Context: an optimization exercise on an open-source flow, tuned for small area, a short achievable clock period and few clock cycles per item. The choices shown serve that exercise and are no tape-out recipe. RTL that was checked went through simulation tests only; none was proved equivalent to the original. No functional check of the RTL was part of run 2.

==> flow/design.v (outline; a module is shown in full before it is edited, if it fits) <==
// module comp_blend: 281 lines
// module comp_blend_bc: 927 lines
// module comp_blend_ba: 517 lines
// module comp_blend_am: 478 lines
module comp_blend (
    input  wire         clk,
    input  wire         rst,          
    input  wire         in_valid,
    output wire         in_ready,
    input  wire [7:0]   l_en,         
    input  wire [63:0]  z_order,      
    input  wire [79:0]  g_alpha,      
    input  wire [35:0]  bg_colour,    
    input  wire [9:0]   bg_alpha,     
    input  wire [1:0]   depth_sel,    
    input  wire [1:0]   rot,          
    input  wire [2:0]   x_lo,         
    input  wire [2:0]   y_lo,         
    input  wire [287:0] l_colour,     
    input  wire [79:0]  l_alpha,      
    input  wire [7:0]   l_inside,     
    output wire         out_valid,
    input  wire         out_ready,
    output reg  [11:0]  out_c0,       
    output reg  [11:0]  out_c1,       
    output reg  [11:0]  out_c2,       
    output reg  [9:0]   out_alpha,    
    output reg  [9:0]   out_key       
);
  // ...
==> flow/run.sh <==
#!/bin/bash
# synth_recipe.tcl (not shown) runs the flow's synth.tcl, then flattens the netlist and writes it again
# the make line also repeats each setting of config.mk as NAME=value (left out here)
make -C /OpenROAD-flow-scripts/flow DESIGN_CONFIG=/design/flow/config.mk WORK_HOME=/design/flow/orfs CLKGATE_MAP_FILE= SYNTH_SCRIPT=/design/flow/synth_recipe.tcl finish
==> flow/config.mk <==
export PLATFORM = sky130hd
export DESIGN_NAME = comp_blend
export DESIGN_NICKNAME = comp_blend
export VERILOG_FILES = /design/flow/design.v
export SDC_FILE = /design/flow/constraint.sdc
export NUM_CORES = 4
export LEC_CHECK = 0
export CAP_MARGIN = 20
export CORE_MARGIN = 2
export CORE_UTILIZATION = 40
export SETUP_SLACK_MARGIN = 4
export SLEW_MARGIN = 20
==> flow/constraint.sdc <==
create_clock -name core_clock -period 50.0 [get_ports {clk}]
set_input_delay 10.0000 -clock core_clock [delete_from_list [all_inputs] [get_ports {clk}]]
set_output_delay 10.0000 -clock core_clock [all_outputs]
set_load 0.01 [all_outputs]
==> run summary, run 1 <==
Setup TNS=0 ns; launch instance of the worst min-delay path=p1last$_SDFFCE_PP1N_; clock root buffer=sky130_fd_sc_hd__clkbuf_16; count of input and output buffers=643; register clock-pin slew on the reported worst setup and hold paths=0.06 ns; Die Span X=381 um; Worst Max-Slew Pin Slew=1.29 ns; multi-input gate count=4339; area share of the largest cell type after synthesis=21.5%; number of logic stages on the critical path including buffering=12; area taken by flip-flops and latches=11500 sq um; global-route wire length before repair=319000 um; cell family contributing the most delay on the critical path=simple AND/OR/NAND/NOR gates; outcome=complete, no violations; met2 track demand over resource=47.8%; multi-input logic portion of the cell area=60.4%; max-cap viol count=0; Achievable Freq=70.8 MHz; dominant cells by area after synthesis=sky130_fd_sc_hd__fa_1 21%, sky130_fd_sc_hd__edfxtp_1 20%, sky130_fd_sc_hd__ha_1 14%; worst setup path endpoint=rdy$_SDFFE_PP0N_; kind of capture point of the worst setup path=flop; share of the core filled with cells=47.4%; worst-path fanout max=4; Overall Global Routing Usage=29.1%; crit path launch type=input pin; worst hold path endpoint=p2last$_DFFE_PN_; Adder-Cell Fraction of Synth Area=35.4%; clock insertion delay at the later pin of the skew report=0.67 ns; final net count=8387; global routing met1 resource utilization=37.0%; cell class ranked first by area=multi-input gates; largest registers=bgc: 36 flops, hc: 36 flops, p1c: 36 flops; master of the slowest instance on the critical path=sky130_fd_sc_hd__nor4_1; main combinational cell family by area after synthesis=adder cells; height of the chip=381 um
Testbench counts, summed over its fixed seeds: cycles 6,865, items 2,400.
==> inputs of run 2 (changes only) <==
--- a/flow/design.v
+++ b/flow/design.v
@@ -53,16 +53,18 @@
                 2'd2:    reduce = s[12] ? 12'hFF0 : {s[11:4], 4'b0000};
                 default: reduce = v;
             endcase
         end
     endfunction
     integer ci, cj, mi, ai, si, sj;
     reg        think;         
     reg        rdy;           
+    reg        sf;            
+    reg [2:0]  hca, hcb;      
     reg        nf;            
     reg [7:0]  act;           
     reg [7:0]  opq;           
     reg [7:0]  done;          
     reg [7:0]  blu [0:7];     
     reg [7:0]  blw [0:7];     
     integer bi, bj;
     always @* begin
@@ -84,23 +86,26 @@
     reg [9:0]  p2a;
     reg [12:0] e0, e1, e2;    
     reg [11:0] d0, d1, d2;    
     reg [9:0]  acc_a;
     reg [3:0]  dthr;
     reg [1:0]  ddsel;
     reg        dv;            
     reg        ov;            
-    assign in_ready  = rdy;
+    wire acc = rdy | (nf & ~think & sf &
+                      ((hca[0] & hcb[2]) | (hca[1] & hcb[1]) | (hca[2] & hcb[0])));
+    assign in_ready  = acc;
     assign out_valid = ov;
     wire stall = dv & ov & p2v & p2first;
     wire mv    = dv & ~ov;
     wire dv_n  = (p2v & p2last & ~stall) | (dv & ~mv);
     wire ov_n  = mv | (ov & ~out_ready);
     wire st_n  = p1v & p1first & dv_n & ov_n;
+    wire st_g  = dv_n & ov_n & (stall ? (p2v & p2first) : (p1v & p1first));
     reg [7:0] cand, sel, rem, sel2, rem2;
     reg       cov;
     always @* begin
         for (ci = 0; ci < 8; ci = ci + 1) begin
             cov = 1'b0;
             for (cj = 0; cj < 8; cj = cj + 1)
                 if (cj != ci && opq[cj] && blw[ci][cj]) cov = 1'b1;
             cand[ci] = act[ci] & ~done[ci] & ~cov;
@@ -137,19 +142,24 @@
     always @* begin
         for (ai = 0; ai < 8; ai = ai + 1) begin
             act_in[ai] = l_en[ai] & l_inside[ai] &
                         (l_alpha[10*ai +: 10] != 10'd0) & (g_alpha[10*ai +: 10] != 10'd0);
             opq_in[ai] = l_en[ai] & l_inside[ai] &
                         (l_alpha[10*ai +: 10] == 10'd1023) & (g_alpha[10*ai +: 10] == 10'd1023);
         end
     end
-    wire [7:0] act_x1 = act_in & (act_in - 8'd1);
-    wire [7:0] act_x2 = act_x1 & (act_x1 - 8'd1);
-    wire       pred   = (act_x2 == 8'd0);
+    function [2:0] le012;
+        input [3:0] x;
+        begin
+            le012[0] = (x == 4'd0);
+            le012[1] = ((x & (x - 4'd1)) == 4'd0);
+            le012[2] = ~((x[0] & x[1] & (x[2] | x[3])) | (x[2] & x[3] & (x[0] | x[1])));
+        end
+    endfunction
     reg [2:0] du, dw;
     always @* begin
         case (rot)
             2'd0: begin du = x_lo;        dw = y_lo;        end
             2'd1: begin du = 3'd7 - y_lo; dw = x_lo;        end
             2'd2: begin du = 3'd7 - x_lo; dw = 3'd7 - y_lo; end
             default: begin du = y_lo;     dw = 3'd7 - x_lo; end
         endcase
@@ -182,41 +192,43 @@
     comp_blend_ba u_ba (.ain(ain), .a(p2a), .an(nacc));
     wire [19:0] ky  = 10'd876 * acc_a + 20'd511;
     wire [10:0] kgs = {1'b0, ky[19:10]} + {1'b0, ky[9:0]} + 11'd1;
     wire [9:0]  key = 10'd64 + ky[19:10] + {9'd0, kgs[10]};
     always @(posedge clk) begin
         if (rst) begin
             think <= 1'b1;
             rdy   <= 1'b0;
+            sf    <= 1'b0;
             hv    <= 1'b0;
             p1v   <= 1'b0;
             p2v   <= 1'b0;
             dv    <= 1'b0;
             ov    <= 1'b0;
         end else begin
             if (!stall) begin
                 if (think) begin
                     p1v   <= hv;
                     hv    <= 1'b0;
                     think <= ~in_valid;
-                    rdy   <= in_valid & pred & ~st_n;
+                    rdy   <= 1'b0;
                 end else begin
-                    p1v   <= nf | rdy | (cand != 8'd0);
-                    if (rdy) begin
+                    p1v   <= nf | acc | (cand != 8'd0);
+                    if (acc) begin
                         think <= 1'b1;
                         rdy   <= 1'b0;
                         hv    <= (rem != 8'd0);
                     end else begin
                         rdy   <= rem_le2 & ~st_n;
                     end
                 end
                 p2v <= p1v;
             end
             dv <= dv_n;
+            sf <= ~st_g;
             if (mv)
                 ov <= 1'b1;
             else if (out_ready)
                 ov <= 1'b0;
         end
     end
     always @(posedge clk) begin
         if (!stall) begin
@@ -224,35 +236,37 @@
                 p1first <= 1'b0;
                 p1last  <= 1'b1;
                 p1p     <= hp;
                 p1g     <= hg;
                 p1c     <= hc;
                 nf      <= 1'b1;
                 done    <= 8'd0;
                 act     <= act_in;
+                hca     <= le012(act_in[3:0]);
+                hcb     <= le012(act_in[7:4]);
                 opq     <= opq_in;
                 for (si = 0; si < 8; si = si + 1)
                     for (sj = si + 1; sj < 8; sj = sj + 1)
                         blu[si][sj] <= (z_order[8*si +: 8] <= z_order[8*sj +: 8]);
             end else begin
                 p1first <= nf;
-                p1last  <= rdy & (rem == 8'd0);
+                p1last  <= acc & (rem == 8'd0);
                 p1p     <= s1p;
                 p1g     <= s1g;
                 p1c     <= s1c;
                 done    <= done | sel;
                 nf      <= 1'b0;
                 if (nf) begin
                     bgc   <= bg_colour;
                     bga   <= bg_alpha;
                     bthr  <= thr_in;
                     bdsel <= depth_sel;
                 end
-                if (rdy) begin
+                if (acc) begin
                     hp    <= s2p;
                     hg    <= s2g;
                     hc    <= s2c;
                 end
             end
             p2first <= p1first;
             p2last  <= p1last;
             p2a     <= a_new;
@@ -685,531 +699,532 @@
     wire w_395 = w_310 ^ w_353 ^ w_352;
     wire w_396 = (w_310 & w_353) | (w_352 & (w_310 ^ w_353));
     wire w_397 = w_314 ^ w_354 ^ w_355;
     wire w_398 = (w_314 & w_354) | (w_355 & (w_314 ^ w_354));
     wire w_399 = w_318 ^ w_357 ^ w_356;
     wire w_400 = (w_318 & w_357) | (w_356 & (w_318 ^ w_357));
     wire w_401 = w_320 ^ w_359 ^ w_358;
     wire w_402 = (w_320 & w_359) | (w_358 & (w_320 ^ w_359));
-    wire w_403 = w_1 & w_0[0];
-    wire w_404 = w_1 ^ w_0[0];
-    wire w_405 = w_0[1] & w_361;
-    wire w_406 = w_0[1] ^ w_361;
-    wire w_407 = w_363 & w_362;
-    wire w_408 = w_363 ^ w_362;
-    wire w_409 = w_365 & w_364;
-    wire w_410 = w_365 ^ w_364;
-    wire w_411 = w_367 & w_366;
-    wire w_412 = w_367 ^ w_366;
-    wire w_413 = w_369 & w_368;
-    wire w_414 = w_369 ^ w_368;
-    wire w_415 = w_371 & w_370;
-    wire w_416 = w_371 ^ w_370;
-    wire w_417 = w_373 & w_372;
-    wire w_418 = w_373 ^ w_372;
-    wire w_419 = w_375 & w_374;
-    wire w_420 = w_375 ^ w_374;
-    wire w_421 = w_377 & w_376;
-    wire w_422 = w_377 ^ w_376;
-    wire w_423 = w_379 & w_378;
-    wire w_424 = w_379 ^ w_378;
-    wire w_425 = w_381 & w_380;
-    wire w_426 = w_381 ^ w_380;
-    wire w_427 = w_383 & w_382;
-    wire w_428 = w_383 ^ w_382;
-    wire w_429 = w_385 & w_384;
-    wire w_430 = w_385 ^ w_384;
-    wire w_431 = w_387 & w_386;
-    wire w_432 = w_387 ^ w_386;
-    wire w_433 = w_389 & w_388;
-    wire w_434 = w_389 ^ w_388;
-    wire w_435 = w_391 & w_390;
-    wire w_436 = w_391 ^ w_390;
-    wire w_437 = w_393 & w_392;
-    wire w_438 = w_393 ^ w_392;
-    wire w_439 = w_395 & w_394;
-    wire w_440 = w_395 ^ w_394;
-    wire w_441 = w_397 & w_396;
-    wire w_442 = w_397 ^ w_396;
-    wire w_443 = w_399 & w_398;
-    wire w_444 = w_399 ^ w_398;
-    wire w_445 = w_401 & w_400;
-    wire w_446 = w_401 ^ w_400;
-    wire w_447 = w_360 & w_402;
-    wire w_448 = w_360 ^ w_402;
-    wire w_449 = w_405 | (w_406 & w_403);
-    wire w_450 = w_406 & w_404;
-    wire w_451 = w_409 | (w_410 & w_407);
-    wire w_452 = w_410 & w_408;
-    wire w_453 = w_413 | (w_414 & w_411);
-    wire w_454 = w_414 & w_412;
-    wire w_455 = w_417 | (w_418 & w_415);
-    wire w_456 = w_418 & w_416;
-    wire w_457 = w_421 | (w_422 & w_419);
-    wire w_458 = w_422 & w_420;
-    wire w_459 = w_425 | (w_426 & w_423);
-    wire w_460 = w_426 & w_424;
-    wire w_461 = w_429 | (w_430 & w_427);
-    wire w_462 = w_430 & w_428;
-    wire w_463 = w_433 | (w_434 & w_431);
-    wire w_464 = w_434 & w_432;
-    wire w_465 = w_437 | (w_438 & w_435);
-    wire w_466 = w_438 & w_436;
-    wire w_467 = w_441 | (w_442 & w_439);
-    wire w_468 = w_442 & w_440;
-    wire w_469 = w_445 | (w_446 & w_443);
-    wire w_470 = w_446 & w_444;
-    wire w_471 = w_407 | (w_408 & w_449);
-    wire w_472 = w_408 & w_450;
-    wire w_473 = w_451 | (w_452 & w_449);
-    wire w_474 = w_452 & w_450;
-    wire w_475 = w_415 | (w_416 & w_453);
-    wire w_476 = w_416 & w_454;
-    wire w_477 = w_455 | (w_456 & w_453);
-    wire w_478 = w_456 & w_454;
-    wire w_479 = w_423 | (w_424 & w_457);
-    wire w_480 = w_424 & w_458;
-    wire w_481 = w_459 | (w_460 & w_457);
-    wire w_482 = w_460 & w_458;
-    wire w_483 = w_431 | (w_432 & w_461);
-    wire w_484 = w_432 & w_462;
-    wire w_485 = w_463 | (w_464 & w_461);
-    wire w_486 = w_464 & w_462;
-    wire w_487 = w_439 | (w_440 & w_465);
-    wire w_488 = w_440 & w_466;
-    wire w_489 = w_467 | (w_468 & w_465);
-    wire w_490 = w_468 & w_466;
-    wire w_491 = w_447 | (w_448 & w_469);
-    wire w_492 = w_448 & w_470;
-    wire w_493 = w_411 | (w_412 & w_473);
-    wire w_494 = w_412 & w_474;
-    wire w_495 = w_453 | (w_454 & w_473);
-    wire w_496 = w_454 & w_474;
-    wire w_497 = w_475 | (w_476 & w_473);
-    wire w_498 = w_476 & w_474;
-    wire w_499 = w_477 | (w_478 & w_473);
-    wire w_500 = w_478 & w_474;
-    wire w_501 = w_427 | (w_428 & w_481);
-    wire w_502 = w_428 & w_482;
-    wire w_503 = w_461 | (w_462 & w_481);
-    wire w_504 = w_462 & w_482;
-    wire w_505 = w_483 | (w_484 & w_481);
-    wire w_506 = w_484 & w_482;
-    wire w_507 = w_485 | (w_486 & w_481);
-    wire w_508 = w_486 & w_482;
-    wire w_509 = w_443 | (w_444 & w_489);
-    wire w_510 = w_444 & w_490;
-    wire w_511 = w_469 | (w_470 & w_489);
-    wire w_512 = w_470 & w_490;
-    wire w_513 = w_491 | (w_492 & w_489);
-    wire w_514 = w_492 & w_490;
-    wire w_515 = w_419 | (w_420 & w_499);
-    wire w_516 = w_420 & w_500;
-    wire w_517 = w_457 | (w_458 & w_499);
-    wire w_518 = w_458 & w_500;
-    wire w_519 = w_479 | (w_480 & w_499);
-    wire w_520 = w_480 & w_500;
-    wire w_521 = w_481 | (w_482 & w_499);
-    wire w_522 = w_482 & w_500;
-    wire w_523 = w_501 | (w_502 & w_499);
-    wire w_524 = w_502 & w_500;
-    wire w_525 = w_503 | (w_504 & w_499);
-    wire w_526 = w_504 & w_500;
-    wire w_527 = w_505 | (w_506 & w_499);
-    wire w_528 = w_506 & w_500;
-    wire w_529 = w_507 | (w_508 & w_499);
-    wire w_530 = w_508 & w_500;
-    wire w_531 = w_435 | (w_436 & w_529);
-    wire w_532 = w_436 & w_530;
-    wire w_533 = w_465 | (w_466 & w_529);
-    wire w_534 = w_466 & w_530;
-    wire w_535 = w_487 | (w_488 & w_529);
-    wire w_536 = w_488 & w_530;
-    wire w_537 = w_489 | (w_490 & w_529);
-    wire w_538 = w_490 & w_530;
-    wire w_539 = w_509 | (w_510 & w_529);
-    wire w_540 = w_510 & w_530;
-    wire w_541 = w_511 | (w_512 & w_529);
-    wire w_542 = w_512 & w_530;
-    wire w_543 = w_513 | (w_514 & w_529);
-    wire w_544 = w_514 & w_530;
-    wire w_545 = w_406 ^ w_403;
-    wire w_546 = w_408 ^ w_449;
-    wire w_547 = w_410 ^ w_471;
-    wire w_548 = w_412 ^ w_473;
-    wire w_549 = w_414 ^ w_493;
-    wire w_550 = w_416 ^ w_495;
-    wire w_551 = w_418 ^ w_497;
-    wire w_552 = w_420 ^ w_499;
-    wire w_553 = w_422 ^ w_515;
-    wire w_554 = w_424 ^ w_517;
-    wire w_555 = w_426 ^ w_519;
-    wire w_556 = w_428 ^ w_521;
-    wire w_557 = w_430 ^ w_523;
-    wire w_558 = w_432 ^ w_525;
-    wire w_559 = w_434 ^ w_527;
-    wire w_560 = w_436 ^ w_529;
-    wire w_561 = w_438 ^ w_531;
-    wire w_562 = w_440 ^ w_533;
-    wire w_563 = w_442 ^ w_535;
-    wire w_564 = w_444 ^ w_537;
-    wire w_565 = w_446 ^ w_539;
-    wire w_566 = w_448 ^ w_541;
-    wire w_567 = w_554 & w_404;
-    wire w_568 = w_554 ^ w_404;
-    wire w_569 = w_555 & w_545;
-    wire w_570 = w_555 ^ w_545;
-    wire w_571 = w_556 & w_546;
-    wire w_572 = w_556 ^ w_546;
-    wire w_573 = w_557 & w_547;
-    wire w_574 = w_557 ^ w_547;
-    wire w_575 = w_558 & w_548;
-    wire w_576 = w_558 ^ w_548;
-    wire w_577 = w_559 & w_549;
-    wire w_578 = w_559 ^ w_549;
-    wire w_579 = w_560 & w_550;
-    wire w_580 = w_560 ^ w_550;
-    wire w_581 = w_561 & w_551;
-    wire w_582 = w_561 ^ w_551;
-    wire w_583 = w_562 & w_552;
-    wire w_584 = w_562 ^ w_552;
-    wire w_585 = w_563 & w_553;
-    wire w_586 = w_563 ^ w_553;
-    wire w_587 = w_569 | (w_570 & w_567);
-    wire w_588 = w_570 & w_568;
-    wire w_589 = w_573 | (w_574 & w_571);
-    wire w_590 = w_574 & w_572;
-    wire w_591 = w_577 | (w_578 & w_575);
-    wire w_592 = w_578 & w_576;
-    wire w_593 = w_581 | (w_582 & w_579);
-    wire w_594 = w_582 & w_580;
-    wire w_595 = w_585 | (w_586 & w_583);
-    wire w_596 = w_586 & w_584;
-    wire w_597 = w_565 & w_564;
-    wire w_598 = 1'b0 & w_566;
-    wire w_599 = w_571 | (w_572 & w_587);
-    wire w_600 = w_572 & w_588;
-    wire w_601 = w_589 | (w_590 & w_587);
-    wire w_602 = w_590 & w_588;
-    wire w_603 = w_579 | (w_580 & w_591);
-    wire w_604 = w_580 & w_592;
-    wire w_605 = w_593 | (w_594 & w_591);
-    wire w_606 = w_594 & w_592;
-    wire w_607 = 1'b0 | (w_564 & w_595);
-    wire w_608 = w_564 & w_596;
-    wire w_609 = 1'b0 | (w_597 & w_595);
-    wire w_610 = w_597 & w_596;
-    wire w_611 = w_575 | (w_576 & w_601);
-    wire w_612 = w_576 & w_602;
-    wire w_613 = w_591 | (w_592 & w_601);
-    wire w_614 = w_592 & w_602;
-    wire w_615 = w_603 | (w_604 & w_601);
-    wire w_616 = w_604 & w_602;
-    wire w_617 = w_605 | (w_606 & w_601);
-    wire w_618 = w_606 & w_602;
-    wire w_619 = 1'b0 | (w_566 & w_609);
-    wire w_620 = w_566 & w_610;
-    wire w_621 = 1'b0 | (w_598 & w_609);
-    wire w_622 = w_598 & w_610;
-    wire w_623 = w_583 | (w_584 & w_617);
-    wire w_624 = w_584 & w_618;
-    wire w_625 = w_595 | (w_596 & w_617);
-    wire w_626 = w_596 & w_618;
-    wire w_627 = w_607 | (w_608 & w_617);
-    wire w_628 = w_608 & w_618;
-    wire w_629 = w_609 | (w_610 & w_617);
-    wire w_630 = w_610 & w_618;
-    wire w_631 = w_619 | (w_620 & w_617);
-    wire w_632 = w_620 & w_618;
-    wire w_633 = w_621 | (w_622 & w_617);
-    wire w_634 = w_622 & w_618;
-    wire w_635 = w_570 ^ w_567;
-    wire w_636 = w_572 ^ w_587;
-    wire w_637 = w_574 ^ w_599;
-    wire w_638 = w_576 ^ w_601;
-    wire w_639 = w_578 ^ w_611;
-    wire w_640 = w_580 ^ w_613;
-    wire w_641 = w_582 ^ w_615;
-    wire w_642 = w_584 ^ w_617;
-    wire w_643 = w_586 ^ w_623;
-    wire w_644 = w_564 ^ w_625;
-    wire w_645 = w_565 ^ w_627;
-    wire w_646 = w_566 ^ w_629;
-    wire w_647 = 1'b0 ^ w_631;
-    wire w_648 = w_568 & w_644;
-    wire w_649 = w_568 | w_644;
-    wire w_650 = w_635 & w_645;
-    wire w_651 = w_635 | w_645;
-    wire w_652 = w_636 & w_646;
-    wire w_653 = w_636 | w_646;
-    wire w_654 = w_637 & w_647;
-    wire w_655 = w_637 | w_647;
-    wire w_656 = w_638 & 1'b0;
-    wire w_657 = w_638 | 1'b0;
-    wire w_658 = w_639 & 1'b0;
-    wire w_659 = w_639 | 1'b0;
-    wire w_660 = w_640 & 1'b0;
-    wire w_661 = w_640 | 1'b0;
-    wire w_662 = w_641 & 1'b0;
-    wire w_663 = w_641 | 1'b0;
-    wire w_664 = w_642 & 1'b0;
-    wire w_665 = w_642 | 1'b0;
-    wire w_666 = w_643 & 1'b0;
-    wire w_667 = w_643 | 1'b0;
-    wire w_668 = w_648 | (w_649 & 1'b1);
-    wire w_669 = w_650 | (w_651 & w_668);
-    wire w_670 = w_651 & w_649;
-    wire w_671 = w_654 | (w_655 & w_652);
-    wire w_672 = w_655 & w_653;
-    wire w_673 = w_658 | (w_659 & w_656);
-    wire w_674 = w_659 & w_657;
-    wire w_675 = w_662 | (w_663 & w_660);
-    wire w_676 = w_663 & w_661;
-    wire w_677 = w_666 | (w_667 & w_664);
-    wire w_678 = w_667 & w_665;
-    wire w_679 = w_671 | (w_672 & w_669);
-    wire w_680 = w_672 & w_670;
-    wire w_681 = w_675 | (w_676 & w_673);
-    wire w_682 = w_676 & w_674;
-    wire w_683 = w_681 | (w_682 & w_679);
-    wire w_684 = w_682 & w_680;
-    wire w_685 = w_677 | (w_678 & w_683);
-    wire w_686 = w_678 & w_684;
-    wire w_687 = w_556 ^ 1'b1;
-    wire w_688 = w_556 & 1'b1;
-    wire w_689 = w_557 ^ 1'b1 ^ w_647;
-    wire w_690 = (w_557 & 1'b1) | (w_647 & (w_557 ^ 1'b1));
-    wire w_691 = w_558 ^ 1'b1;
-    wire w_692 = w_558 & 1'b1;
-    wire w_693 = w_559 ^ 1'b1;
-    wire w_694 = w_559 & 1'b1;
-    wire w_695 = w_560 ^ 1'b1;
-    wire w_696 = w_560 & 1'b1;
-    wire w_697 = w_561 ^ 1'b1;
-    wire w_698 = w_561 & 1'b1;
-    wire w_699 = w_562 ^ 1'b1;
-    wire w_700 = w_562 & 1'b1;
-    wire w_701 = w_563 ^ 1'b1;
-    wire w_702 = w_563 & 1'b1;
-    wire w_703 = w_564 ^ 1'b1;
-    wire w_704 = w_564 & 1'b1;
-    wire w_705 = w_565 ^ 1'b1;
-    wire w_706 = w_554 & w_644;
-    wire w_707 = w_554 ^ w_644;
-    wire w_708 = w_555 & w_645;
-    wire w_709 = w_555 ^ w_645;
-    wire w_710 = w_646 & w_687;
-    wire w_711 = w_646 ^ w_687;
-    wire w_712 = w_689 & w_688;
-    wire w_713 = w_689 ^ w_688;
-    wire w_714 = w_691 & w_690;
-    wire w_715 = w_691 ^ w_690;
-    wire w_716 = w_693 & w_692;
-    wire w_717 = w_693 ^ w_692;
-    wire w_718 = w_695 & w_694;
-    wire w_719 = w_695 ^ w_694;
-    wire w_720 = w_697 & w_696;
-    wire w_721 = w_697 ^ w_696;
-    wire w_722 = w_699 & w_698;
-    wire w_723 = w_699 ^ w_698;
-    wire w_724 = w_701 & w_700;
-    wire w_725 = w_701 ^ w_700;
-    wire w_726 = w_703 & w_702;
-    wire w_727 = w_703 ^ w_702;
-    wire w_728 = w_705 & w_704;
-    wire w_729 = w_705 ^ w_704;
-    wire w_730 = w_706 | (w_707 & w_685);
-    wire w_731 = w_708 | (w_709 & w_730);
-    wire w_732 = w_709 & w_707;
-    wire w_733 = w_712 | (w_713 & w_710);
-    wire w_734 = w_713 & w_711;
-    wire w_735 = w_716 | (w_717 & w_714);
-    wire w_736 = w_717 & w_715;
-    wire w_737 = w_720 | (w_721 & w_718);
-    wire w_738 = w_721 & w_719;
-    wire w_739 = w_724 | (w_725 & w_722);
-    wire w_740 = w_725 & w_723;
-    wire w_741 = w_728 | (w_729 & w_726);
-    wire w_742 = w_729 & w_727;
-    wire w_743 = w_710 | (w_711 & w_731);
-    wire w_744 = w_711 & w_732;
-    wire w_745 = w_733 | (w_734 & w_731);
-    wire w_746 = w_734 & w_732;
-    wire w_747 = w_718 | (w_719 & w_735);
-    wire w_748 = w_719 & w_736;
-    wire w_749 = w_737 | (w_738 & w_735);
-    wire w_750 = w_738 & w_736;
-    wire w_751 = w_726 | (w_727 & w_739);
-    wire w_752 = w_727 & w_740;
-    wire w_753 = w_741 | (w_742 & w_739);
-    wire w_754 = w_742 & w_740;
-    wire w_755 = w_714 | (w_715 & w_745);
-    wire w_756 = w_715 & w_746;
-    wire w_757 = w_735 | (w_736 & w_745);
-    wire w_758 = w_736 & w_746;
-    wire w_759 = w_747 | (w_748 & w_745);
-    wire w_760 = w_748 & w_746;
-    wire w_761 = w_749 | (w_750 & w_745);
-    wire w_762 = w_750 & w_746;
-    wire w_763 = w_722 | (w_723 & w_761);
-    wire w_764 = w_723 & w_762;
-    wire w_765 = w_739 | (w_740 & w_761);
-    wire w_766 = w_740 & w_762;
-    wire w_767 = w_751 | (w_752 & w_761);
-    wire w_768 = w_752 & w_762;
-    wire w_769 = w_753 | (w_754 & w_761);
-    wire w_770 = w_754 & w_762;
-    wire w_771 = w_707 ^ w_685;
-    wire w_772 = w_709 ^ w_730;
-    wire w_773 = w_711 ^ w_731;
-    wire w_774 = w_713 ^ w_743;
-    wire w_775 = w_715 ^ w_745;
-    wire w_776 = w_717 ^ w_755;
-    wire w_777 = w_719 ^ w_757;
-    wire w_778 = w_721 ^ w_759;
-    wire w_779 = w_723 ^ w_761;
-    wire w_780 = w_725 ^ w_763;
-    wire w_781 = w_727 ^ w_765;
-    wire w_782 = w_729 ^ w_767;
-    wire w_783 = cn[0] ^ 1'b1;
-    wire w_784 = cn[0] & 1'b1;
-    wire w_785 = cn[1] ^ ~w_555;
-    wire w_786 = cn[1] & ~w_555;
-    wire w_787 = cn[2] ^ 1'b1 ^ ~w_556;
-    wire w_788 = (cn[2] & 1'b1) | (~w_556 & (cn[2] ^ 1'b1));
-    wire w_789 = cn[3] ^ ~w_557;
-    wire w_790 = cn[3] & ~w_557;
-    wire w_791 = cn[4] ^ 1'b1;
-    wire w_792 = cn[4] & 1'b1;
-    wire w_793 = cn[5] ^ 1'b1;
-    wire w_794 = cn[5] & 1'b1;
-    wire w_795 = cn[6] ^ 1'b1;
-    wire w_796 = cn[6] & 1'b1;
-    wire w_797 = cn[7] ^ 1'b1;
-    wire w_798 = cn[7] & 1'b1;
-    wire w_799 = cn[8] ^ 1'b1;
-    wire w_800 = cn[8] & 1'b1;
-    wire w_801 = cn[9] ^ 1'b1;
-    wire w_802 = cn[9] & 1'b1;
-    wire w_803 = cn[10] ^ 1'b1;
-    wire w_804 = cn[10] & 1'b1;
-    wire w_805 = cn[11] ^ 1'b1;
-    wire w_806 = cn[11] & 1'b1;
-    wire w_807 = ~w_554 ^ w_783;
-    wire w_808 = ~w_554 & w_783;
-    wire w_809 = w_784 ^ w_785 ^ ~w_645;
-    wire w_810 = (w_784 & w_785) | (~w_645 & (w_784 ^ w_785));
-    wire w_811 = w_786 ^ w_787 ^ ~w_646;
-    wire w_812 = (w_786 & w_787) | (~w_646 & (w_786 ^ w_787));
-    wire w_813 = w_789 ^ w_788 ^ ~w_647;
-    wire w_814 = (w_789 & w_788) | (~w_647 & (w_789 ^ w_788));
-    wire w_815 = ~w_558 ^ w_791 ^ w_790;
-    wire w_816 = (~w_558 & w_791) | (w_790 & (~w_558 ^ w_791));
-    wire w_817 = ~w_559 ^ w_792 ^ w_793;
-    wire w_818 = (~w_559 & w_792) | (w_793 & (~w_559 ^ w_792));
-    wire w_819 = ~w_560 ^ w_794 ^ w_795;
-    wire w_820 = (~w_560 & w_794) | (w_795 & (~w_560 ^ w_794));
-    wire w_821 = ~w_561 ^ w_796 ^ w_797;
-    wire w_822 = (~w_561 & w_796) | (w_797 & (~w_561 ^ w_796));
-    wire w_823 = ~w_562 ^ w_798 ^ w_799;
-    wire w_824 = (~w_562 & w_798) | (w_799 & (~w_562 ^ w_798));
-    wire w_825 = ~w_563 ^ w_800 ^ w_801;
-    wire w_826 = (~w_563 & w_800) | (w_801 & (~w_563 ^ w_800));
-    wire w_827 = ~w_564 ^ w_802 ^ w_803;
-    wire w_828 = (~w_564 & w_802) | (w_803 & (~w_564 ^ w_802));
-    wire w_829 = ~w_565 ^ w_804 ^ w_805;
-    wire w_830 = (~w_565 & w_804) | (w_805 & (~w_565 ^ w_804));
-    wire w_831 = 1'b1 ^ ~w_566 ^ w_806;
-    wire w_832 = ~w_644 & w_807;
-    wire w_833 = ~w_644 ^ w_807;
-    wire w_834 = w_809 & w_808;
-    wire w_835 = w_809 ^ w_808;
-    wire w_836 = w_811 & w_810;
-    wire w_837 = w_811 ^ w_810;
-    wire w_838 = w_813 & w_812;
-    wire w_839 = w_813 ^ w_812;
-    wire w_840 = w_815 & w_814;
-    wire w_841 = w_815 ^ w_814;
-    wire w_842 = w_817 & w_816;
-    wire w_843 = w_817 ^ w_816;
-    wire w_844 = w_819 & w_818;
-    wire w_845 = w_819 ^ w_818;
-    wire w_846 = w_821 & w_820;
-    wire w_847 = w_821 ^ w_820;
-    wire w_848 = w_823 & w_822;
-    wire w_849 = w_823 ^ w_822;
-    wire w_850 = w_825 & w_824;
-    wire w_851 = w_825 ^ w_824;
-    wire w_852 = w_827 & w_826;
-    wire w_853 = w_827 ^ w_826;
-    wire w_854 = w_829 & w_828;
-    wire w_855 = w_829 ^ w_828;
-    wire w_856 = w_831 & w_830;
-    wire w_857 = w_831 ^ w_830;
-    wire w_858 = w_832 | (w_833 & ~w_685);
-    wire w_859 = w_834 | (w_835 & w_858);
-    wire w_860 = w_835 & w_833;
-    wire w_861 = w_838 | (w_839 & w_836);
-    wire w_862 = w_839 & w_837;
-    wire w_863 = w_842 | (w_843 & w_840);
-    wire w_864 = w_843 & w_841;
-    wire w_865 = w_846 | (w_847 & w_844);
-    wire w_866 = w_847 & w_845;
-    wire w_867 = w_850 | (w_851 & w_848);
-    wire w_868 = w_851 & w_849;
-    wire w_869 = w_854 | (w_855 & w_852);
-    wire w_870 = w_855 & w_853;
-    wire w_871 = w_836 | (w_837 & w_859);
-    wire w_872 = w_837 & w_860;
-    wire w_873 = w_861 | (w_862 & w_859);
-    wire w_874 = w_862 & w_860;
-    wire w_875 = w_844 | (w_845 & w_863);
-    wire w_876 = w_845 & w_864;
-    wire w_877 = w_865 | (w_866 & w_863);
-    wire w_878 = w_866 & w_864;
-    wire w_879 = w_852 | (w_853 & w_867);
-    wire w_880 = w_853 & w_868;
-    wire w_881 = w_869 | (w_870 & w_867);
-    wire w_882 = w_870 & w_868;
-    wire w_883 = w_840 | (w_841 & w_873);
-    wire w_884 = w_841 & w_874;
-    wire w_885 = w_863 | (w_864 & w_873);
-    wire w_886 = w_864 & w_874;
-    wire w_887 = w_875 | (w_876 & w_873);
-    wire w_888 = w_876 & w_874;
-    wire w_889 = w_877 | (w_878 & w_873);
-    wire w_890 = w_878 & w_874;
-    wire w_891 = w_856 | (w_857 & w_881);
-    wire w_892 = w_857 & w_882;
-    wire w_893 = w_848 | (w_849 & w_889);
-    wire w_894 = w_849 & w_890;
-    wire w_895 = w_867 | (w_868 & w_889);
-    wire w_896 = w_868 & w_890;
-    wire w_897 = w_879 | (w_880 & w_889);
-    wire w_898 = w_880 & w_890;
-    wire w_899 = w_881 | (w_882 & w_889);
-    wire w_900 = w_882 & w_890;
-    wire w_901 = w_891 | (w_892 & w_889);
-    wire w_902 = w_892 & w_890;
-    wire w_903 = w_833 ^ ~w_685;
-    wire w_904 = w_835 ^ w_858;
-    wire w_905 = w_837 ^ w_859;
-    wire w_906 = w_839 ^ w_871;
-    wire w_907 = w_841 ^ w_873;
-    wire w_908 = w_843 ^ w_883;
-    wire w_909 = w_845 ^ w_885;
-    wire w_910 = w_847 ^ w_887;
-    wire w_911 = w_849 ^ w_889;
-    wire w_912 = w_851 ^ w_893;
-    wire w_913 = w_853 ^ w_895;
-    wire w_914 = w_855 ^ w_897;
-    wire w_915 = w_857 ^ w_899;
-    assign dn = {w_782, w_781, w_780, w_779, w_778, w_777, w_776, w_775, w_774, w_773, w_772, w_771};
-    assign en = {w_915, w_914, w_913, w_912, w_911, w_910, w_909, w_908, w_907, w_906, w_905, w_904, w_903};
+    wire w_403 = w_379 & w_378;
+    wire w_404 = w_379 ^ w_378;
+    wire w_405 = w_381 & w_380;
+    wire w_406 = w_381 ^ w_380;
+    wire w_407 = w_383 & w_382;
+    wire w_408 = w_383 ^ w_382;
+    wire w_409 = w_385 & w_384;
+    wire w_410 = w_385 ^ w_384;
+    wire w_411 = w_387 & w_386;
+    wire w_412 = w_387 ^ w_386;
+    wire w_413 = w_389 & w_388;
+    wire w_414 = w_389 ^ w_388;
+    wire w_415 = w_391 & w_390;
+    wire w_416 = w_391 ^ w_390;
+    wire w_417 = w_393 & w_392;
+    wire w_418 = w_393 ^ w_392;
+    wire w_419 = w_395 & w_394;
+    wire w_420 = w_395 ^ w_394;
+    wire w_421 = w_397 & w_396;
+    wire w_422 = w_397 ^ w_396;
+    wire w_423 = w_399 & w_398;
+    wire w_424 = w_399 ^ w_398;
+    wire w_425 = w_401 & w_400;
+    wire w_426 = w_401 ^ w_400;
+    wire w_427 = w_360 & w_402;
+    wire w_428 = w_360 ^ w_402;
+    wire w_429 = w_405 | (w_406 & w_403);
+    wire w_430 = w_406 & w_404;
+    wire w_431 = w_409 | (w_410 & w_407);
+    wire w_432 = w_410 & w_408;
+    wire w_433 = w_413 | (w_414 & w_411);
+    wire w_434 = w_414 & w_412;
+    wire w_435 = w_417 | (w_418 & w_415);
+    wire w_436 = w_418 & w_416;
+    wire w_437 = w_421 | (w_422 & w_419);
+    wire w_438 = w_422 & w_420;
+    wire w_439 = w_425 | (w_426 & w_423);
+    wire w_440 = w_426 & w_424;
+    wire w_441 = w_407 | (w_408 & w_429);
+    wire w_442 = w_408 & w_430;
+    wire w_443 = w_431 | (w_432 & w_429);
+    wire w_444 = w_432 & w_430;
+    wire w_445 = w_415 | (w_416 & w_433);
+    wire w_446 = w_416 & w_434;
+    wire w_447 = w_435 | (w_436 & w_433);
+    wire w_448 = w_436 & w_434;
+    wire w_449 = w_423 | (w_424 & w_437);
+    wire w_450 = w_424 & w_438;
+    wire w_451 = w_439 | (w_440 & w_437);
+    wire w_452 = w_440 & w_438;
+    wire w_453 = w_411 | (w_412 & w_443);
+    wire w_454 = w_412 & w_444;
+    wire w_455 = w_433 | (w_434 & w_443);
+    wire w_456 = w_434 & w_444;
+    wire w_457 = w_445 | (w_446 & w_443);
+    wire w_458 = w_446 & w_444;
+    wire w_459 = w_447 | (w_448 & w_443);
+    wire w_460 = w_448 & w_444;
+    wire w_461 = w_427 | (w_428 & w_451);
+    wire w_462 = w_428 & w_452;
+    wire w_463 = w_419 | (w_420 & w_459);
+    wire w_464 = w_420 & w_460;
+    wire w_465 = w_437 | (w_438 & w_459);
+    wire w_466 = w_438 & w_460;
+    wire w_467 = w_449 | (w_450 & w_459);
+    wire w_468 = w_450 & w_460;
+    wire w_469 = w_451 | (w_452 & w_459);
+    wire w_470 = w_452 & w_460;
+    wire w_471 = w_461 | (w_462 & w_459);
+    wire w_472 = w_462 & w_460;
+    wire w_473 = w_406 ^ w_403;
+    wire w_474 = w_408 ^ w_429;
+    wire w_475 = w_410 ^ w_441;
+    wire w_476 = w_412 ^ w_443;
+    wire w_477 = w_414 ^ w_453;
+    wire w_478 = w_416 ^ w_455;
+    wire w_479 = w_418 ^ w_457;
+    wire w_480 = w_420 ^ w_459;
+    wire w_481 = w_422 ^ w_463;
+    wire w_482 = w_424 ^ w_465;
+    wire w_483 = w_426 ^ w_467;
+    wire w_484 = w_428 ^ w_469;
+    wire w_485 = w_379 ^ w_378;
+    wire w_486 = w_379 & w_378;
+    wire w_487 = w_381 ^ w_380 ^ w_0[1];
+    wire w_488 = (w_381 & w_380) | (w_0[1] & (w_381 ^ w_380));
+    wire w_489 = w_383 ^ w_382 ^ w_363;
+    wire w_490 = (w_383 & w_382) | (w_363 & (w_383 ^ w_382));
+    wire w_491 = w_385 ^ w_384 ^ w_365;
+    wire w_492 = (w_385 & w_384) | (w_365 & (w_385 ^ w_384));
+    wire w_493 = w_387 ^ w_386 ^ w_367;
+    wire w_494 = (w_387 & w_386) | (w_367 & (w_387 ^ w_386));
+    wire w_495 = w_389 ^ w_388 ^ w_369;
+    wire w_496 = (w_389 & w_388) | (w_369 & (w_389 ^ w_388));
+    wire w_497 = w_391 ^ w_390 ^ w_371;
+    wire w_498 = (w_391 & w_390) | (w_371 & (w_391 ^ w_390));
+    wire w_499 = w_393 ^ w_392 ^ w_373;
+    wire w_500 = (w_393 & w_392) | (w_373 & (w_393 ^ w_392));
+    wire w_501 = w_395 ^ w_394 ^ w_375;
+    wire w_502 = (w_395 & w_394) | (w_375 & (w_395 ^ w_394));
+    wire w_503 = w_397 ^ w_396 ^ w_377;
+    wire w_504 = (w_397 & w_396) | (w_377 & (w_397 ^ w_396));
+    wire w_505 = w_1 ^ w_0[0];
+    wire w_506 = w_1 & w_0[0];
+    wire w_507 = w_361 ^ w_486 ^ w_487;
+    wire w_508 = (w_361 & w_486) | (w_487 & (w_361 ^ w_486));
+    wire w_509 = w_362 ^ w_488 ^ w_489;
+    wire w_510 = (w_362 & w_488) | (w_489 & (w_362 ^ w_488));
+    wire w_511 = w_364 ^ w_490 ^ w_491;
+    wire w_512 = (w_364 & w_490) | (w_491 & (w_364 ^ w_490));
+    wire w_513 = w_366 ^ w_492 ^ w_493;
+    wire w_514 = (w_366 & w_492) | (w_493 & (w_366 ^ w_492));
+    wire w_515 = w_368 ^ w_494 ^ w_495;
+    wire w_516 = (w_368 & w_494) | (w_495 & (w_368 ^ w_494));
+    wire w_517 = w_370 ^ w_496 ^ w_497;
+    wire w_518 = (w_370 & w_496) | (w_497 & (w_370 ^ w_496));
+    wire w_519 = w_372 ^ w_498 ^ w_499;
+    wire w_520 = (w_372 & w_498) | (w_499 & (w_372 ^ w_498));
+    wire w_521 = w_374 ^ w_500 ^ w_501;
+    wire w_522 = (w_374 & w_500) | (w_501 & (w_374 ^ w_500));
+    wire w_523 = w_376 ^ w_502 ^ w_503;
+    wire w_524 = (w_376 & w_502) | (w_503 & (w_376 ^ w_502));
+    wire w_525 = w_399 ^ w_398 ^ w_504;
+    wire w_526 = (w_399 & w_398) | (w_504 & (w_399 ^ w_398));
+    wire w_527 = w_401 ^ w_400;
+    wire w_528 = w_401 & w_400;
+    wire w_529 = w_360 ^ w_402;
+    wire w_530 = w_360 & w_402;
+    wire w_531 = w_485 & w_505;
+    wire w_532 = w_485 ^ w_505;
+    wire w_533 = w_507 & w_506;
+    wire w_534 = w_507 ^ w_506;
+    wire w_535 = w_509 & w_508;
+    wire w_536 = w_509 ^ w_508;
+    wire w_537 = w_511 & w_510;
+    wire w_538 = w_511 ^ w_510;
+    wire w_539 = w_513 & w_512;
+    wire w_540 = w_513 ^ w_512;
+    wire w_541 = w_515 & w_514;
+    wire w_542 = w_515 ^ w_514;
+    wire w_543 = w_517 & w_516;
+    wire w_544 = w_517 ^ w_516;
+    wire w_545 = w_519 & w_518;
+    wire w_546 = w_519 ^ w_518;
+    wire w_547 = w_521 & w_520;
+    wire w_548 = w_521 ^ w_520;
+    wire w_549 = w_523 & w_522;
+    wire w_550 = w_523 ^ w_522;
+    wire w_551 = w_525 & w_524;
+    wire w_552 = w_525 ^ w_524;
+    wire w_553 = w_527 & w_526;
+    wire w_554 = w_527 ^ w_526;
+    wire w_555 = w_529 & w_528;
+    wire w_556 = w_529 ^ w_528;
+    wire w_557 = w_533 | (w_534 & w_531);
+    wire w_558 = w_534 & w_532;
+    wire w_559 = w_537 | (w_538 & w_535);
+    wire w_560 = w_538 & w_536;
+    wire w_561 = w_541 | (w_542 & w_539);
+    wire w_562 = w_542 & w_540;
+    wire w_563 = w_545 | (w_546 & w_543);
+    wire w_564 = w_546 & w_544;
+    wire w_565 = w_549 | (w_550 & w_547);
+    wire w_566 = w_550 & w_548;
+    wire w_567 = w_553 | (w_554 & w_551);
+    wire w_568 = w_554 & w_552;
+    wire w_569 = 1'b0 | (w_530 & w_555);
+    wire w_570 = w_530 & w_556;
+    wire w_571 = w_535 | (w_536 & w_557);
+    wire w_572 = w_536 & w_558;
+    wire w_573 = w_559 | (w_560 & w_557);
+    wire w_574 = w_560 & w_558;
+    wire w_575 = w_543 | (w_544 & w_561);
+    wire w_576 = w_544 & w_562;
+    wire w_577 = w_563 | (w_564 & w_561);
+    wire w_578 = w_564 & w_562;
+    wire w_579 = w_551 | (w_552 & w_565);
+    wire w_580 = w_552 & w_566;
+    wire w_581 = w_567 | (w_568 & w_565);
+    wire w_582 = w_568 & w_566;
+    wire w_583 = w_539 | (w_540 & w_573);
+    wire w_584 = w_540 & w_574;
+    wire w_585 = w_561 | (w_562 & w_573);
+    wire w_586 = w_562 & w_574;
+    wire w_587 = w_575 | (w_576 & w_573);
+    wire w_588 = w_576 & w_574;
+    wire w_589 = w_577 | (w_578 & w_573);
+    wire w_590 = w_578 & w_574;
+    wire w_591 = w_555 | (w_556 & w_581);
+    wire w_592 = w_556 & w_582;
+    wire w_593 = w_569 | (w_570 & w_581);
+    wire w_594 = w_570 & w_582;
+    wire w_595 = w_547 | (w_548 & w_589);
+    wire w_596 = w_548 & w_590;
+    wire w_597 = w_565 | (w_566 & w_589);
+    wire w_598 = w_566 & w_590;
+    wire w_599 = w_579 | (w_580 & w_589);
+    wire w_600 = w_580 & w_590;
+    wire w_601 = w_581 | (w_582 & w_589);
+    wire w_602 = w_582 & w_590;
+    wire w_603 = w_591 | (w_592 & w_589);
+    wire w_604 = w_592 & w_590;
+    wire w_605 = w_593 | (w_594 & w_589);
+    wire w_606 = w_594 & w_590;
+    wire w_607 = w_534 ^ w_531;
+    wire w_608 = w_536 ^ w_557;
+    wire w_609 = w_538 ^ w_571;
+    wire w_610 = w_540 ^ w_573;
+    wire w_611 = w_542 ^ w_583;
+    wire w_612 = w_544 ^ w_585;
+    wire w_613 = w_546 ^ w_587;
+    wire w_614 = w_548 ^ w_589;
+    wire w_615 = w_550 ^ w_595;
+    wire w_616 = w_552 ^ w_597;
+    wire w_617 = w_554 ^ w_599;
+    wire w_618 = w_556 ^ w_601;
+    wire w_619 = w_530 ^ w_603;
+    wire w_620 = w_532 & w_616;
+    wire w_621 = w_532 | w_616;
+    wire w_622 = w_607 & w_617;
+    wire w_623 = w_607 | w_617;
+    wire w_624 = w_608 & w_618;
+    wire w_625 = w_608 | w_618;
+    wire w_626 = w_609 & w_619;
+    wire w_627 = w_609 | w_619;
+    wire w_628 = w_610 & 1'b0;
+    wire w_629 = w_610 | 1'b0;
+    wire w_630 = w_611 & 1'b0;
+    wire w_631 = w_611 | 1'b0;
+    wire w_632 = w_612 & 1'b0;
+    wire w_633 = w_612 | 1'b0;
+    wire w_634 = w_613 & 1'b0;
+    wire w_635 = w_613 | 1'b0;
+    wire w_636 = w_614 & 1'b0;
+    wire w_637 = w_614 | 1'b0;
+    wire w_638 = w_615 & 1'b0;
+    wire w_639 = w_615 | 1'b0;
+    wire w_640 = w_620 | (w_621 & 1'b1);
+    wire w_641 = w_622 | (w_623 & w_640);
+    wire w_642 = w_623 & w_621;
+    wire w_643 = w_626 | (w_627 & w_624);
+    wire w_644 = w_627 & w_625;
+    wire w_645 = w_630 | (w_631 & w_628);
+    wire w_646 = w_631 & w_629;
+    wire w_647 = w_634 | (w_635 & w_632);
+    wire w_648 = w_635 & w_633;
+    wire w_649 = w_638 | (w_639 & w_636);
+    wire w_650 = w_639 & w_637;
+    wire w_651 = w_643 | (w_644 & w_641);
+    wire w_652 = w_644 & w_642;
+    wire w_653 = w_647 | (w_648 & w_645);
+    wire w_654 = w_648 & w_646;
+    wire w_655 = w_653 | (w_654 & w_651);
+    wire w_656 = w_654 & w_652;
+    wire w_657 = w_649 | (w_650 & w_655);
+    wire w_658 = w_650 & w_656;
+    wire [4:0] sm1 = {1'b0, w_619, w_618, w_617, w_616} + 5'd28;
+    wire w_659 = w_404 & sm1[0];
+    wire w_660 = w_404 ^ sm1[0];
+    wire w_661 = w_473 & sm1[1];
+    wire w_662 = w_473 ^ sm1[1];
+    wire w_663 = w_474 & sm1[2];
+    wire w_664 = w_474 ^ sm1[2];
+    wire w_665 = w_475 & sm1[3];
+    wire w_666 = w_475 ^ sm1[3];
+    wire w_667 = w_476 & sm1[4];
+    wire w_668 = w_476 ^ sm1[4];
+    wire w_669 = w_477 & sm1[4];
+    wire w_670 = w_477 ^ sm1[4];
+    wire w_671 = w_478 & sm1[4];
+    wire w_672 = w_478 ^ sm1[4];
+    wire w_673 = w_479 & sm1[4];
+    wire w_674 = w_479 ^ sm1[4];
+    wire w_675 = w_480 & sm1[4];
+    wire w_676 = w_480 ^ sm1[4];
+    wire w_677 = w_481 & sm1[4];
+    wire w_678 = w_481 ^ sm1[4];
+    wire w_679 = w_482 & sm1[4];
+    wire w_680 = w_482 ^ sm1[4];
+    wire w_681 = w_483 & sm1[4];
+    wire w_682 = w_483 ^ sm1[4];
+    wire w_683 = w_659 | (w_660 & w_657);
+    wire w_684 = w_661 | (w_662 & w_683);
+    wire w_685 = w_662 & w_660;
+    wire w_686 = w_665 | (w_666 & w_663);
+    wire w_687 = w_666 & w_664;
+    wire w_688 = w_669 | (w_670 & w_667);
+    wire w_689 = w_670 & w_668;
+    wire w_690 = w_673 | (w_674 & w_671);
+    wire w_691 = w_674 & w_672;
+    wire w_692 = w_677 | (w_678 & w_675);
+    wire w_693 = w_678 & w_676;
+    wire w_694 = w_681 | (w_682 & w_679);
+    wire w_695 = w_682 & w_680;
+    wire w_696 = w_663 | (w_664 & w_684);
+    wire w_697 = w_664 & w_685;
+    wire w_698 = w_686 | (w_687 & w_684);
+    wire w_699 = w_687 & w_685;
+    wire w_700 = w_671 | (w_672 & w_688);
+    wire w_701 = w_672 & w_689;
+    wire w_702 = w_690 | (w_691 & w_688);
+    wire w_703 = w_691 & w_689;
+    wire w_704 = w_679 | (w_680 & w_692);
+    wire w_705 = w_680 & w_693;
+    wire w_706 = w_694 | (w_695 & w_692);
+    wire w_707 = w_695 & w_693;
+    wire w_708 = w_667 | (w_668 & w_698);
+    wire w_709 = w_668 & w_699;
+    wire w_710 = w_688 | (w_689 & w_698);
+    wire w_711 = w_689 & w_699;
+    wire w_712 = w_700 | (w_701 & w_698);
+    wire w_713 = w_701 & w_699;
+    wire w_714 = w_702 | (w_703 & w_698);
+    wire w_715 = w_703 & w_699;
+    wire w_716 = w_675 | (w_676 & w_714);
+    wire w_717 = w_676 & w_715;
+    wire w_718 = w_692 | (w_693 & w_714);
+    wire w_719 = w_693 & w_715;
+    wire w_720 = w_704 | (w_705 & w_714);
+    wire w_721 = w_705 & w_715;
+    wire w_722 = w_706 | (w_707 & w_714);
+    wire w_723 = w_707 & w_715;
+    wire w_724 = w_660 ^ w_657;
+    wire w_725 = w_662 ^ w_683;
+    wire w_726 = w_664 ^ w_684;
+    wire w_727 = w_666 ^ w_696;
+    wire w_728 = w_668 ^ w_698;
+    wire w_729 = w_670 ^ w_708;
+    wire w_730 = w_672 ^ w_710;
+    wire w_731 = w_674 ^ w_712;
+    wire w_732 = w_676 ^ w_714;
+    wire w_733 = w_678 ^ w_716;
+    wire w_734 = w_680 ^ w_718;
+    wire w_735 = w_682 ^ w_720;
+    wire w_736 = ~w_404;
+    wire w_737 = ~w_473;
+    wire w_738 = ~w_474;
+    wire w_739 = ~w_475;
+    wire w_740 = ~w_476;
+    wire w_741 = ~w_477;
+    wire w_742 = ~w_478;
+    wire w_743 = ~w_479;
+    wire w_744 = ~w_480;
+    wire w_745 = ~w_481;
+    wire w_746 = ~w_482;
+    wire w_747 = ~w_483;
+    wire w_748 = ~w_484;
+    wire w_749 = cn[0] & w_736;
+    wire w_750 = cn[0] ^ w_736;
+    wire w_751 = cn[1] & w_737;
+    wire w_752 = cn[1] ^ w_737;
+    wire w_753 = cn[2] & w_738;
+    wire w_754 = cn[2] ^ w_738;
+    wire w_755 = cn[3] & w_739;
+    wire w_756 = cn[3] ^ w_739;
+    wire w_757 = cn[4] & w_740;
+    wire w_758 = cn[4] ^ w_740;
+    wire w_759 = cn[5] & w_741;
+    wire w_760 = cn[5] ^ w_741;
+    wire w_761 = cn[6] & w_742;
+    wire w_762 = cn[6] ^ w_742;
+    wire w_763 = cn[7] & w_743;
+    wire w_764 = cn[7] ^ w_743;
+    wire w_765 = cn[8] & w_744;
+    wire w_766 = cn[8] ^ w_744;
+    wire w_767 = cn[9] & w_745;
+    wire w_768 = cn[9] ^ w_745;
+    wire w_769 = cn[10] & w_746;
+    wire w_770 = cn[10] ^ w_746;
+    wire w_771 = cn[11] & w_747;
+    wire w_772 = cn[11] ^ w_747;
+    wire w_773 = w_749 | (w_750 & 1'b1);
+    wire w_774 = w_751 | (w_752 & w_773);
+    wire w_775 = w_752 & w_750;
+    wire w_776 = w_755 | (w_756 & w_753);
+    wire w_777 = w_756 & w_754;
+    wire w_778 = w_759 | (w_760 & w_757);
+    wire w_779 = w_760 & w_758;
+    wire w_780 = w_763 | (w_764 & w_761);
+    wire w_781 = w_764 & w_762;
+    wire w_782 = w_767 | (w_768 & w_765);
+    wire w_783 = w_768 & w_766;
+    wire w_784 = w_771 | (w_772 & w_769);
+    wire w_785 = w_772 & w_770;
+    wire w_786 = w_753 | (w_754 & w_774);
+    wire w_787 = w_754 & w_775;
+    wire w_788 = w_776 | (w_777 & w_774);
+    wire w_789 = w_777 & w_775;
+    wire w_790 = w_761 | (w_762 & w_778);
+    wire w_791 = w_762 & w_779;
+    wire w_792 = w_780 | (w_781 & w_778);
+    wire w_793 = w_781 & w_779;
+    wire w_794 = w_769 | (w_770 & w_782);
+    wire w_795 = w_770 & w_783;
+    wire w_796 = w_784 | (w_785 & w_782);
+    wire w_797 = w_785 & w_783;
+    wire w_798 = w_757 | (w_758 & w_788);
+    wire w_799 = w_758 & w_789;
+    wire w_800 = w_778 | (w_779 & w_788);
+    wire w_801 = w_779 & w_789;
+    wire w_802 = w_790 | (w_791 & w_788);
+    wire w_803 = w_791 & w_789;
+    wire w_804 = w_792 | (w_793 & w_788);
+    wire w_805 = w_793 & w_789;
+    wire w_806 = 1'b0 | (w_748 & w_796);
+    wire w_807 = w_748 & w_797;
+    wire w_808 = w_765 | (w_766 & w_804);
+    wire w_809 = w_766 & w_805;
+    wire w_810 = w_782 | (w_783 & w_804);
+    wire w_811 = w_783 & w_805;
+    wire w_812 = w_794 | (w_795 & w_804);
+    wire w_813 = w_795 & w_805;
+    wire w_814 = w_796 | (w_797 & w_804);
+    wire w_815 = w_797 & w_805;
+    wire w_816 = w_806 | (w_807 & w_804);
+    wire w_817 = w_807 & w_805;
+    wire w_818 = w_750 ^ 1'b1;
+    wire w_819 = w_752 ^ w_773;
+    wire w_820 = w_754 ^ w_774;
+    wire w_821 = w_756 ^ w_786;
+    wire w_822 = w_758 ^ w_788;
+    wire w_823 = w_760 ^ w_798;
+    wire w_824 = w_762 ^ w_800;
+    wire w_825 = w_764 ^ w_802;
+    wire w_826 = w_766 ^ w_804;
+    wire w_827 = w_768 ^ w_808;
+    wire w_828 = w_770 ^ w_810;
+    wire w_829 = w_772 ^ w_812;
+    wire w_830 = w_748 ^ w_814;
+    wire [4:0] sm2 = 5'd3 - {1'b0, w_619, w_618, w_617, w_616};
+    wire w_831 = w_818 & sm2[0];
+    wire w_832 = w_818 ^ sm2[0];
+    wire w_833 = w_819 & sm2[1];
+    wire w_834 = w_819 ^ sm2[1];
+    wire w_835 = w_820 & sm2[2];
+    wire w_836 = w_820 ^ sm2[2];
+    wire w_837 = w_821 & sm2[3];
+    wire w_838 = w_821 ^ sm2[3];
+    wire w_839 = w_822 & sm2[4];
+    wire w_840 = w_822 ^ sm2[4];
+    wire w_841 = w_823 & sm2[4];
+    wire w_842 = w_823 ^ sm2[4];
+    wire w_843 = w_824 & sm2[4];
+    wire w_844 = w_824 ^ sm2[4];
+    wire w_845 = w_825 & sm2[4];
+    wire w_846 = w_825 ^ sm2[4];
+    wire w_847 = w_826 & sm2[4];
+    wire w_848 = w_826 ^ sm2[4];
+    wire w_849 = w_827 & sm2[4];
+    wire w_850 = w_827 ^ sm2[4];
+    wire w_851 = w_828 & sm2[4];
+    wire w_852 = w_828 ^ sm2[4];
+    wire w_853 = w_829 & sm2[4];
+    wire w_854 = w_829 ^ sm2[4];
+    wire w_855 = w_830 & sm2[4];
+    wire w_856 = w_830 ^ sm2[4];
+    wire w_857 = w_831 | (w_832 & ~w_657);
+    wire w_858 = w_833 | (w_834 & w_857);
+    wire w_859 = w_834 & w_832;
+    wire w_860 = w_837 | (w_838 & w_835);
+    wire w_861 = w_838 & w_836;
+    wire w_862 = w_841 | (w_842 & w_839);
+    wire w_863 = w_842 & w_840;
+    wire w_864 = w_845 | (w_846 & w_843);
+    wire w_865 = w_846 & w_844;
+    wire w_866 = w_849 | (w_850 & w_847);
+    wire w_867 = w_850 & w_848;
+    wire w_868 = w_853 | (w_854 & w_851);
+    wire w_869 = w_854 & w_852;
+    wire w_870 = w_835 | (w_836 & w_858);
+    wire w_871 = w_836 & w_859;
+    wire w_872 = w_860 | (w_861 & w_858);
+    wire w_873 = w_861 & w_859;
+    wire w_874 = w_843 | (w_844 & w_862);
+    wire w_875 = w_844 & w_863;
+    wire w_876 = w_864 | (w_865 & w_862);
+    wire w_877 = w_865 & w_863;
+    wire w_878 = w_851 | (w_852 & w_866);
+    wire w_879 = w_852 & w_867;
+    wire w_880 = w_868 | (w_869 & w_866);
+    wire w_881 = w_869 & w_867;
+    wire w_882 = w_839 | (w_840 & w_872);
+    wire w_883 = w_840 & w_873;
+    wire w_884 = w_862 | (w_863 & w_872);
+    wire w_885 = w_863 & w_873;
+    wire w_886 = w_874 | (w_875 & w_872);
+    wire w_887 = w_875 & w_873;
+    wire w_888 = w_876 | (w_877 & w_872);
+    wire w_889 = w_877 & w_873;
+    wire w_890 = w_855 | (w_856 & w_880);
+    wire w_891 = w_856 & w_881;
+    wire w_892 = w_847 | (w_848 & w_888);
+    wire w_893 = w_848 & w_889;
+    wire w_894 = w_866 | (w_867 & w_888);
+    wire w_895 = w_867 & w_889;
+    wire w_896 = w_878 | (w_879 & w_888);
+    wire w_897 = w_879 & w_889;
+    wire w_898 = w_880 | (w_881 & w_888);
+    wire w_899 = w_881 & w_889;
+    wire w_900 = w_890 | (w_891 & w_888);
+    wire w_901 = w_891 & w_889;
+    wire w_902 = w_832 ^ ~w_657;
+    wire w_903 = w_834 ^ w_857;
+    wire w_904 = w_836 ^ w_858;
+    wire w_905 = w_838 ^ w_870;
+    wire w_906 = w_840 ^ w_872;
+    wire w_907 = w_842 ^ w_882;
+    wire w_908 = w_844 ^ w_884;
+    wire w_909 = w_846 ^ w_886;
+    wire w_910 = w_848 ^ w_888;
+    wire w_911 = w_850 ^ w_892;
+    wire w_912 = w_852 ^ w_894;
+    wire w_913 = w_854 ^ w_896;
+    wire w_914 = w_856 ^ w_898;
+    assign dn = {w_735, w_734, w_733, w_732, w_731, w_730, w_729, w_728, w_727, w_726, w_725, w_724};
+    assign en = {w_914, w_913, w_912, w_911, w_910, w_909, w_908, w_907, w_906, w_905, w_904, w_903, w_902};
 endmodule
 module comp_blend_ba (
     input  wire [9:0] ain,
     input  wire [9:0] a,
     output wire [9:0] an
 );
     wire w_0 = ~a[0] & ain[0];
     wire w_1 = ~a[0] & ain[1];
==> flow/flow/run.sh (new file) <==
#!/bin/bash
# The standard layout, with every port buffered by a plain buf_1 instead of
# the buffer buffer_ports picks by itself (a slow delay cell).
set -euo pipefail
export BUFFER_PORTS_ARGS="-buffer_cell sky130_fd_sc_hd__buf_1"
bash standard.sh finish > standard.log 2>&1
==> flow/standard.sh (new file) <==
#!/bin/bash
# synth_recipe.tcl (not shown) runs the flow's synth.tcl, then flattens the netlist and writes it again
# the make line also repeats each setting of config.mk as NAME=value (left out here)
make -C /OpenROAD-flow-scripts/flow DESIGN_CONFIG=/design/flow/config.mk WORK_HOME=/design/flow/orfs CLKGATE_MAP_FILE= SYNTH_SCRIPT=/design/flow/synth_recipe.tcl "${@:-finish}"
removed: flow/run.sh
==> run summary, run 2 <==
outcome=complete, no violations (unchanged); leading area contributor after synthesis=sky130_fd_sc_hd__fa_1 (unchanged); worst-path fanout max=6 (was 4); Worst Max-Slew Pin Slew=1.13 ns (was 1.29 ns); number of routed nets with antenna violations=0 (unchanged); die footprint=145000 sq um (about the same); fraction of final layout cells sized beyond drive strength 1=4.16% (was 4.27%); footprint of the multi-input gates=40400 sq um (about the same); Worst Hold Class=reg -> reg (unchanged); global-route wire length before repair=318000 um (was 319000 um); crit path launch type=flop (was input pin); fraction of met3 tracks used by global routing=6.07% (was 5.55%); area share of the largest cell type after synthesis=22.6% (was 21.5%); launch instance of the worst min-delay path=p1last$_SDFFCE_PP1N_ (unchanged); post-synthesis cell type count=91 (was 93); Syn Nets=7927 (was 7882); register-to-register setup slack=38.11 ns (was 37.79 ns); number of buffers added for setup after CTS=0 (unchanged); clock insertion delay at the later pin of the skew report=0.68 ns (was 0.67 ns); H-tree depth=2 (unchanged); via density per instance=5.79 (was 5.78); met2 track demand over resource=46.4% (was 47.8%); kind of capture point of the worst setup path=output port (was flop); Hold Path Depth=0 (unchanged); register clock-pin slew on the reported worst setup and hold paths=0.06 ns (about the same); area taken by flip-flops and latches=11700 sq um (was 11500 sq um); Worst R2R Start=p2first$_DFFE_PN_ (was p2a[1]$_DFFE_PN_); final net count=8434 (was 8387); prevailing post-synth register cell=sky130_fd_sc_hd__edfxtp_1 (unchanged); Setup TNS=0 ns (unchanged); Achievable Freq=81.1 MHz (was 70.8 MHz); clock tree from TritonCTS=built (unchanged); area of the mapped netlist=56900 sq um (was 56800 sq um); dominant cells by area after synthesis=sky130_fd_sc_hd__fa_1 23%, sky130_fd_sc_hd__edfxtp_1 20%, sky130_fd_sc_hd__ha_1 14% (was sky130_fd_sc_hd__fa_1 21%, sky130_fd_sc_hd__edfxtp_1 20%, sky130_fd_sc_hd__ha_1 14%); I/O pin cnt=646 (unchanged); commonest cells after routing, fill and taps aside=1050 x sky130_fd_sc_hd__inv_1, 643 x sky130_fd_sc_hd__fa_1, 643 x sky130_fd_sc_hd__buf_1, 632 x sky130_fd_sc_hd__ha_1, 384 x sky130_fd_sc_hd__edfxtp_1 (was 1080 x sky130_fd_sc_hd__inv_1, 643 x sky130_fd_sc_hd__clkdlybuf4s50_1, 626 x sky130_fd_sc_hd__ha_1, 610 x sky130_fd_sc_hd__fa_1, 378 x sky130_fd_sc_hd__edfxtp_1); crit share post-route=24.7% (was 28.3%); Final min period=12.33 ns (was 14.13 ns); leading cell type in the layout, fill and taps excluded=sky130_fd_sc_hd__inv_1 (unchanged); clock root buffer=sky130_fd_sc_hd__clkbuf_16 (unchanged); residual overflow from global routing=0 (unchanged); worst hold path endpoint=p2last$_DFFE_PN_ (unchanged); maximum number of pins on one net before global-route repair=66 (was 73); height of the chip=381 um (about the same); count of input and output buffers=643 (unchanged); cell with the most instances after synthesis=sky130_fd_sc_hd__inv_1 (unchanged); EDFF count, synth=384 (was 378); Resized cells post-CTS=0 (unchanged); Die Span X=381 um (about the same); effective utilization at floorplan=40.2% (about the same); average detailed-routed wire length per instance=24.9 um (was 25.2 um); max-cap viol count=0 (unchanged); DRC errors left=0 (unchanged); number of sinks driven by the clock tree=392 (was 385); share of the core filled with cells=44.7% (was 47.4%); worst slew margin relative to its limit=24.6% (was 13.3%); number of buffers on the longest clock path=3 (unchanged); number of iterations in the first detailed-routing pass=9 (was 6); global routing met1 resource utilization=37.0% (about the same); vias after detailed routing=49371 (was 49140); final RePlAce weighted congestion=0.989 (was 1.04); CTS Hold Bufs=0 (unchanged); largest registers=bgc: 36 flops, hc: 36 flops, p1c: 36 flops (unchanged); filler instances=13852 (was 13444); max-slew violations=0 (unchanged); Overall Global Routing Usage=28.9% (was 29.1%); antenna violations before repair=56 (was 25); maximum clock skew at final layout=0.0572 ns (was 0.0425 ns)
==> run 2: cell families after synthesis <==
| kind of cell | count (synthesis) | synth area share [%] |
|---|---|---|
| AO/OA/AOI/OAI | 1272 | 15.8 |
| flip-flops | 392 | 20.5 |
| multiplexers | 78 | 1.40 |
| XOR/XNOR | 184 | 2.90 |
| adder cells (fa/ha/maj) | 1283 | 36.7 |
| AND/OR/NAND/NOR | 1547 | 14.0 |
| buffers and inverters | 1308 | 8.64 |
==> run 2: worst max path at each step <==
stage | startpoint | slack [ns] | depth (start not counted) | to
floorplan | g_alpha[12] | 38.40 | 4 | hca[2]$_DFFE_PP_
finish | hca[1]$_DFFE_PP_ | 37.67 | 5 | in_ready
CTS | hca[1]$_DFFE_PP_ | 37.67 | 5 | in_ready
global route | p2first$_DFFE_PN_ | 37.32 | 38 | e0[12]$_DFFE_PN_
detailed placement | g_alpha[45] | 37.45 | 7 | hcb[2]$_DFFE_PP_
global placement | g_alpha[45] | 37.49 | 7 | hcb[2]$_DFFE_PP_
==> run 2: worst max-delay path, cell delays in order, from the launching register on <==
cell	delay, ns
sky130_fd_sc_hd__edfxtp_1	0.38
sky130_fd_sc_hd__a22oi_1	0.20
sky130_fd_sc_hd__nand2_1	0.22
sky130_fd_sc_hd__a31oi_1	0.55
sky130_fd_sc_hd__inv_1	0.11
sky130_fd_sc_hd__buf_1	0.19
==> run 2: layout make-up <==
| cell class | count | area share [%] |
|---|---|---|
| multi-input cells | 4364 | 64.0 |
| clock buffers | 60 | 2.14 |
| flip-flops and latches | 392 | 18.5 |
| repair buffers | 708 | 4.59 |
| inverters | 1052 | 6.26 |
| well taps | 1890 | 3.74 |
| clock inverters | 39 | 0.717 |
| diodes | 22 | 0.0871 |
==> run 2: layer usage <==
layer / part of all wire [%] / wire, um
met1: 40 / 85400
met2: 46 / 97200
met3: 8.4 / 18000
met4: 5.5 / 11800
met5: 0.15 / 321

==> separate check: timing with driven ports <==
In the flow no input, the clock included, has a driving cell. The finished layouts below were timed again as built, in two steps. Step 1 assumes that a clkbuf_16 drives the clock port and a buf_2 every other input. Step 2 also shifts input and output timing later by t, the mid clock arrival at the registers, as if the neighbouring blocks saw the same clock. Slacks: ideal ports / drivers / drivers and shift; pairs: ideal ports / drivers.
run	t (ns)	slack for setup (ns)	clock arrival spread, ns
run 1	0.744	35.874 / 35.942 / 35.198	0.049 / 0.049
run 2	0.748	37.666 / 37.576 / 37.338	0.062 / 0.062
After both steps every run listed still meets setup and hold. The setup slack of run 1, which loses most, moves by +0.068 ns with the drivers and by -0.676 ns with both steps.
